Background: an optimization exercise with open tools, aiming at small area, a short achievable clock period and few clock cycles per item. Do not read the settings as production practice. The RTL was checked by simulation tests, not by an equivalence proof against the original design.

==> flow/design.v, too long to show whole: its modules and the start of the top module <==
// module cymal_xu: 1212 lines
module cymal_xu (
    input             clk,
    input             rst,
    input             in_valid,
    output            in_ready,
    input      [31:0] in_insn,
    input      [31:0] in_a,
    input      [31:0] in_b,
    input      [31:0] in_c,
    output reg        out_valid,
    output reg  [1:0] out_cause,
    output reg        out_wr0,
    output reg        out_wr1,
    output reg [31:0] out_data0,
    output reg [31:0] out_data1
);
  // ...
==> flow/flow/run.sh <==
#!/bin/bash
# Standard layout, with the timing repair steps aiming for a clock period of
# about 6.5 ns instead of stopping once the 26 ns constraint is met.
set -euo pipefail
bash standard.sh SETUP_SLACK_MARGIN=19.5 finish > standard_flow.log 2>&1
==> flow/standard.sh <==
#!/bin/bash
# synth_recipe.tcl (not shown) runs the flow's synth.tcl, then flattens the netlist and writes it again
# the make line also repeats each setting of config.mk as NAME=value (left out here)
make -C /OpenROAD-flow-scripts/flow DESIGN_CONFIG=/design/flow/config.mk WORK_HOME=/design/flow/orfs CLKGATE_MAP_FILE= SYNTH_SCRIPT=/design/flow/synth_recipe.tcl "${@:-finish}"
==> flow/config.mk <==
export PLATFORM = sky130hd
export DESIGN_NAME = cymal_xu
export DESIGN_NICKNAME = cymal_xu
export VERILOG_FILES = /design/flow/design.v
export SDC_FILE = /design/flow/constraint.sdc
export NUM_CORES = 4
export LEC_CHECK = 0
export ABC_AREA = 1
export CAP_MARGIN = 20
export CORE_MARGIN = 2
export CORE_UTILIZATION = 45
export PLACE_DENSITY = 0.6
export SLEW_MARGIN = 20
export TNS_END_PERCENT = 10
==> flow/constraint.sdc <==
create_clock -name core_clock -period 26.0 [get_ports {clk}]
set_input_delay 5.2000 -clock core_clock [delete_from_list [all_inputs] [get_ports {clk}]]
set_output_delay 5.2000 -clock core_clock [all_outputs]
set_load 0.01 [all_outputs]
==> metrics.md, run 1 <==
| Metric | Value |
|---|---|
| Status | no timing/DRC/antenna violations |
| Metal-1 WL | 110 mm |
| Final hold slack | 0.439 ns |
| Max_slew headroom | 0.283 |
| Async SR Flop Fraction | 0 |
| Fillers | 12900 |
| Top delay family on crit path | simple AND/OR/NAND/NOR gates |
| Fin worst setup slack | 19.06 ns |
| Die ar. | 130000 sq um |
| Non-CTS buffers | 599 |
| Final Non-Filler Cells | 10800 |
| First-pass GRT wire length | 412 mm |
| CP arrival | 7.45 ns |
| Drt wl/cell | 26.8 microns |
| Initial Util | 0.452 |
| CTS max path bufs | 3 |
| Post-route cell area | 66400 sq um |
| NumNets Final | 9702 |
| Post-Route Skew | 0.0677 ns |
| Hold Crit Depth | 1 |
| Post-Synth Adder-Cell Area | 0.149 |
| Post-synth EDFFs | 203 |
| Tap Count | 1662 |
| Commonest non-fill, non-tap cell in the layout | nand2_1 |
| Area Overhead vs Synth | 15.7% |
| Final core utilization | 0.523 |
| R2r worst-path depth | 21 |
| Top FF cell, synth | edfxtp_1 |
| Dominant class by area | multi-input combinational cells |
Testbench counts, summed over its fixed seeds: cycles 85,275, insns 80,000.
==> inputs of run 2 (changes only) <==
--- a/flow/design.v
+++ b/flow/design.v
@@ -104,17 +104,16 @@
     reg  [31:0] s1_i, s1_a, s1_b;
     reg         s1_cnz;
     reg   [5:0] s1_op;
     reg         s1_xa, s1_xb;
     reg   [6:0] s1_ys;
     reg         s1_mul, s1_div;
     reg         s1_mulh, s1_muli;    
     reg         s1_divs;             
-    reg   [7:0] s1_bone, s1_btwo, s1_bneg;    
     assign in_ready = rdy;
     wire accept = in_valid & rdy;
     wire in_mulh = !in_insn[31] && in_insn[30:25] == 6'h00 && in_insn[5:0] == O_MULH;
     wire [16:0] in_mbx = {(!in_insn[31] && in_insn[30:25] == 6'h0F) ? {in_insn[14], in_insn[14:0]} : in_b[15:0], 1'b0};
     integer bj;
     wire        is_short = s1_i[31];
     wire  [5:0] op       = s1_i[30:25];
     wire  [5:0] fn       = s1_i[5:0];
@@ -358,25 +357,26 @@
     wire [31:0] my     = s1_muli ? {{17{imm15[14]}}, imm15} : s1_b;
     wire [32:0] ma1    = {s1_mulh & s1_a[31], s1_a};
     wire [33:0] mb1    = {{2{s1_mulh & my[31]}}, my};
     wire        mpass  = e2_mp;
     wire [32:0] ma     = t_a;
     function [2:0] booth(input [2:0] t);
         booth = {t[1] ^ t[0], (t[2] & ~t[1] & ~t[0]) | (~t[2] & t[1] & t[0]), t[2]};
     endfunction
+    wire [16:0] mbx0 = {mb1[15:0], 1'b0};
     reg   [8:0] d1_one, d1_two, d1_neg;      
     reg   [8:0] d2_one, d2_two, d2_neg;      
     reg  [314:0] pp;
     reg    [8:0] pneg;
     reg          b_one, b_two;
     integer j;
     always @* begin
         for (j = 0; j < 9; j = j + 1) begin
-            {d1_one[j], d1_two[j], d1_neg[j]} = (j == 8) ? 3'b000 : {s1_bone[j], s1_btwo[j], s1_bneg[j]};
+            {d1_one[j], d1_two[j], d1_neg[j]} = (j == 8) ? 3'b000 : booth(mbx0[2*j +: 3]);
             {d2_one[j], d2_two[j], d2_neg[j]} = booth(mb1[15 + 2*j +: 3]);
         end
         for (j = 0; j < 9; j = j + 1) begin
             b_one   = t_one[j];
             b_two   = t_two[j];
             pneg[j] = t_neg[j];
             pp[35*j +: 35] = ({35{b_one}} & {ma[32], ma[32], ma} | {35{b_two}} & {ma[32], ma, 1'b0}) ^
                              {35{pneg[j]}};
@@ -1140,18 +1140,16 @@
             s1_xa  <= i_xa;
             s1_xb  <= i_xb;
             s1_ys  <= i_ys;
             s1_mul <= i_mul;
             s1_div <= i_div;
             s1_mulh <= !in_insn[31] && in_insn[30:25] == 6'h00 && in_insn[5:0] == O_MULH;
             s1_muli <= !in_insn[31] && in_insn[30:25] == 6'h0F;
             s1_divs <= !in_insn[31] && in_insn[30:25] == 6'h00 && in_insn[5:0] == O_DIVS;
-            for (bj = 0; bj < 8; bj = bj + 1)
-                {s1_bone[bj], s1_btwo[bj], s1_bneg[bj]} <= booth(in_mbx[2*bj +: 3]);
         end
     end
     always @(posedge clk) begin
         e2_cause <= d_cause;
         e2_wr0   <= d_ok && (d_op != O_NOP);
         e2_wr1   <= e1_div;
         e2_mul   <= s1_mul;
         e2_mlo   <= (d_op == O_MUL);
==> run 2 against run 1 <==
Still clean; cell count is 0.36% higher; clock skew is 0.019 ns lower; fmax hardly changed; area after synthesis hardly changed; non-clock buffer count is 49 lower; sequential share of layout area is 0.94 points lower; synthesized cell count is 1.0% higher; critical path type is now in2reg.
==> metrics.md, run 2 <==
| Metric | Value |
|---|---|
| Max_slew headroom | 0.138 (was 0.283) |
| Most frequent cells in the layout | 2141 x nand2_1, 1068 x inv_1, 686 x o21ai_0, 597 x nor2_1, 593 x nand3_1 (was 2076 x nand2_1, 1052 x inv_1, 634 x nor2_1, 634 x o21ai_0, 575 x nand3_1) |
| DRT Pass-1 Iters | 7 (unchanged) |
| Slew @ Worst Pin | 1.28 ns (was 1.08 ns) |
| Largest area contributor in the netlist | nand2_1 (unchanged) |
| CTS tree | built (unchanged) |
| Initial Util | 0.452 (about the same) |
| Final Non-Filler Cells | 10800 (about the same) |
| Congestion Overflow GR | 0 (unchanged) |
| Via count | 67700 (was 66300) |
| Clk latency of the worst-skew pair | 0.68 ns (was 0.67 ns) |
| Core box area | 127000 sq um (unchanged) |
| Final GP Congestion | 1.11 (was 1.09) |
| Top cells by area, synth | nand2_1 14%, fa_1 10%, edfxtp_1 9.4% (was nand2_1 14%, edfxtp_1 11%, fa_1 10%) |
| Final hold violations | 0 (unchanged) |
| Worst setup EP type | flip-flop (unchanged) |
| Synth cell count leaders | 2168 x nand2_1, 1101 x inv_1, 747 x o21ai_0 (was 2123 x nand2_1, 1091 x inv_1, 700 x o21ai_0) |
| First-pass GRT wire length | 436 mm (was 412 mm) |
| Commonest non-fill, non-tap cell in the layout | nand2_1 (unchanged) |
| Fin crit period | 6.95 ns (was 6.94 ns) |
| Iter 0 DRT Violations | 10200 (was 8833) |
| Synth unique cells | 76 (was 80) |
| Top FF cell, synth | edfxtp_1 (unchanged) |
| Sequential-to-total area share from yosys stat | 0.156 (was 0.169) |
| Max_cap viols | 0 (unchanged) |
| Drt via density | 6.26 (was 6.15) |
| Root Buffer | clkbuf_16 (unchanged) |
| Max Clk Rate | 0.144 GHz (about the same) |
| Setup violators final | 0 (unchanged) |
| Avg Cell Area, Syn | 6.45 sq um (was 6.52 sq um) |
| Post-synth top area share | 0.142 (was 0.139) |
| Die Height | 361 microns (about the same) |
| Global Route Usage Sum | 0.461 (was 0.425) |
| CP startpoint kind | input port (was flip-flop) |
| Cell count after synthesis | 8902 (was 8811) |
| Largest net degree at the start of global routing | 77 (was 90) |
| Status | no timing/DRC/antenna violations (unchanged) |
| Worst-path clk slew | 0.07 ns (about the same) |
| Antenna Nets Post-Route | 0 (unchanged) |
| Worst-path maximum fanout | 15 (was 21) |
| #FFs+latches synth | 358 (was 382) |
| Area of the mapped netlist | 57400 sq um (about the same) |
| CTS max path bufs | 3 (unchanged) |
| NumNets Final | 9738 (was 9702) |
| Final Slew Violations | 0 (unchanged) |
| Fillers | 13100 (was 12900) |
| # clock sinks | 358 (was 382) |
| CP arrival | 7.49 ns (was 7.45 ns) |
| Top-count cell post-synth | nand2_1 (unchanged) |
| Post-Route Skew | 0.0489 ns (was 0.0677 ns) |
| YS warnings | 2 (was 1) |
| Fin crit share | 0.267 (about the same) |
| CTS buffer count | 47 (was 48) |
| Syn nets | 9542 (was 9451) |
| CP Class | in2reg (was reg2reg) |
| DRC Markers | 0 (unchanged) |
| FP Rows | 131 (unchanged) |
| DP Area | 61100 sq um (about the same) |
| I/O pin count | 201 (unchanged) |
| Setup TNS | 0 ns (unchanged) |
| Layout cell share with drive strength beyond 1 | 0.108 (was 0.111) |
| Largest regs | dv_d: 33 flops, t_a: 33 flops, t_acc: 33 flops (unchanged) |
| Drt wl/cell | 29.2 microns (was 26.8 microns) |
| RSZ-0062 raised after global routing | true (unchanged) |
| Placed insts | 10500 (was 10400) |
| Hpwl dp | 239 mm (was 216 mm) |
| Vias in the first global route | 60700 (was 61400) |
| Post-synth EDFFs | 179 (was 203) |
| H-tree depth | 2 (unchanged) |
| Final wirelength | 316 mm (was 288 mm) |
| Antenna violations before repair | 28 (was 18) |
| Final core utilization | 0.518 (was 0.523) |
| IO buf count | 196 (unchanged) |
| Critical Path RT | 26.54 ns (was 26.50 ns) |
| Async SR Flop Fraction | 0 (unchanged) |
| Area Overhead vs Synth | 14.7% (was 15.7%) |
| Worst min path class | reg2reg (unchanged) |
| Die ar. | 130000 sq um (about the same) |
| Die Wd | 361 microns (about the same) |
| Post-route cell area | 65800 sq um (was 66400 sq um) |
-- run 2: cell count changes in the layout (fill, tap and decap cells not counted), sizes merged, moves of 26 or more --
cell	previous run	this run
buf	406	348
nand2	2198	2274
nor2	714	671
o21ai	725	768
o22ai	391	365
-- run 2: critical path: stages --
cell and delay, ns:
clkdlybuf4s50_1 0.40, buf_4 0.20, inv_1 0.49, nand2_1 0.10, o21ai_1 0.33, a21oi_1 0.17
o21ai_1 0.15, a21oi_2 0.08, a31oi_1 0.34
-- run 2: final timing paths --
path,slack (ns),depth (start not counted),end,startpoint
setup reg to reg,19.16,29,e2_res[8],s1_b[2]
hold reg to reg,0.44,1,out_wr1,e2_wr1
hold / removal,0.44,1,out_wr1,e2_wr1
setup / recovery,19.05,9,t_one[7],in_insn[13]
-- run 2: metal layers --
layer / wire (microns) / track usage / vias up
li1: - / - / 29900
met5: 99 / 0 / -
met3: 45000 / 0.168 / 1183
met1: 117000 / 0.578 / 31700
met2: 126000 / 0.660 / 4858
met4: 27000 / 0.308 / 16
-- run 2: area by class of cell --
type	instances	area (sq um)	area share
Multi-Input combinational cell	6957	43500	0.661
Sequential cell	358	8990	0.137
Timing Repair Buffer	550	5050	0.0767
Inverter	1177	4640	0.0705
Tap cell	1662	2080	0.0316
Clock buffer	60	1290	0.0195
Clock inverter	27	218	0.00331
Timing Repair inverter	7	52.6	0.000798
Antenna cell	10	25.0	0.000380
-- run 2: cell families after synthesis --
group / Yosys count / synth area share
muxes: 17 / 0.00299
buffers and inverters: 1596 / 0.109
xor gates and xnor gates: 629 / 0.0978
DFF: 358 / 0.156
and+or+nand+nor: 3822 / 0.286
AOI/OAI and AO/OA: 1971 / 0.199
adders and majority gates: 509 / 0.149
-- run 2: what timing repair did --
item	4_1_cts	5_1_grt
gates cloned	9	18
setup endpoints to repair	269	239
buffers inserted	110	59
resized for setup	291	249
pin swaps	35	71
hold buffers	0	0
-- run 2: stage by stage --
step                      setup slack [ns]  hold WS [ns]
after floorplan                      19.21         0.346
after global placement               17.31         0.414
after detailed placement             17.26         0.424
after CTS                            19.21         0.439
after global routing                 19.15         0.472
final                                19.05         0.437
Testbench counts of run 2, summed over its fixed seeds: cycles 85,275, insns 80,000.

==> separate check: timing with driven ports <==
In the flow no input, the clock included, has a driving cell. The finished layouts below were timed again as built, in two steps.
Step 1 sets driving cells, clkbuf_16 on the clock port and buf_2 on the other inputs (assumed; they add their load-dependent delay and slew).
Step 2 moves the port delays by t, midway between the first and last clock arrival at a register: inputs arrive t later, outputs are due t later. That takes back most of the time a late clock gives input paths.
a / b / c = no drivers / after step 1 / after step 2; a / b = the first two.
run | shift t [ns] | slack for setup (ns) | hold slack, ns | cell pins on the clock port's net
run 1 | 0.706 | 19.056 / 19.056 / 18.557 | 0.439 / 0.439 / 0.439 | 1
run 2 | 0.740 | 19.052 / 19.095 / 18.355 | 0.437 / 0.437 / 0.437 | 1
After both steps every run listed still meets setup and hold. For run 2, which loses most, drivers alone change the setup slack by +0.043 ns; drivers and shift together by -0.697 ns.
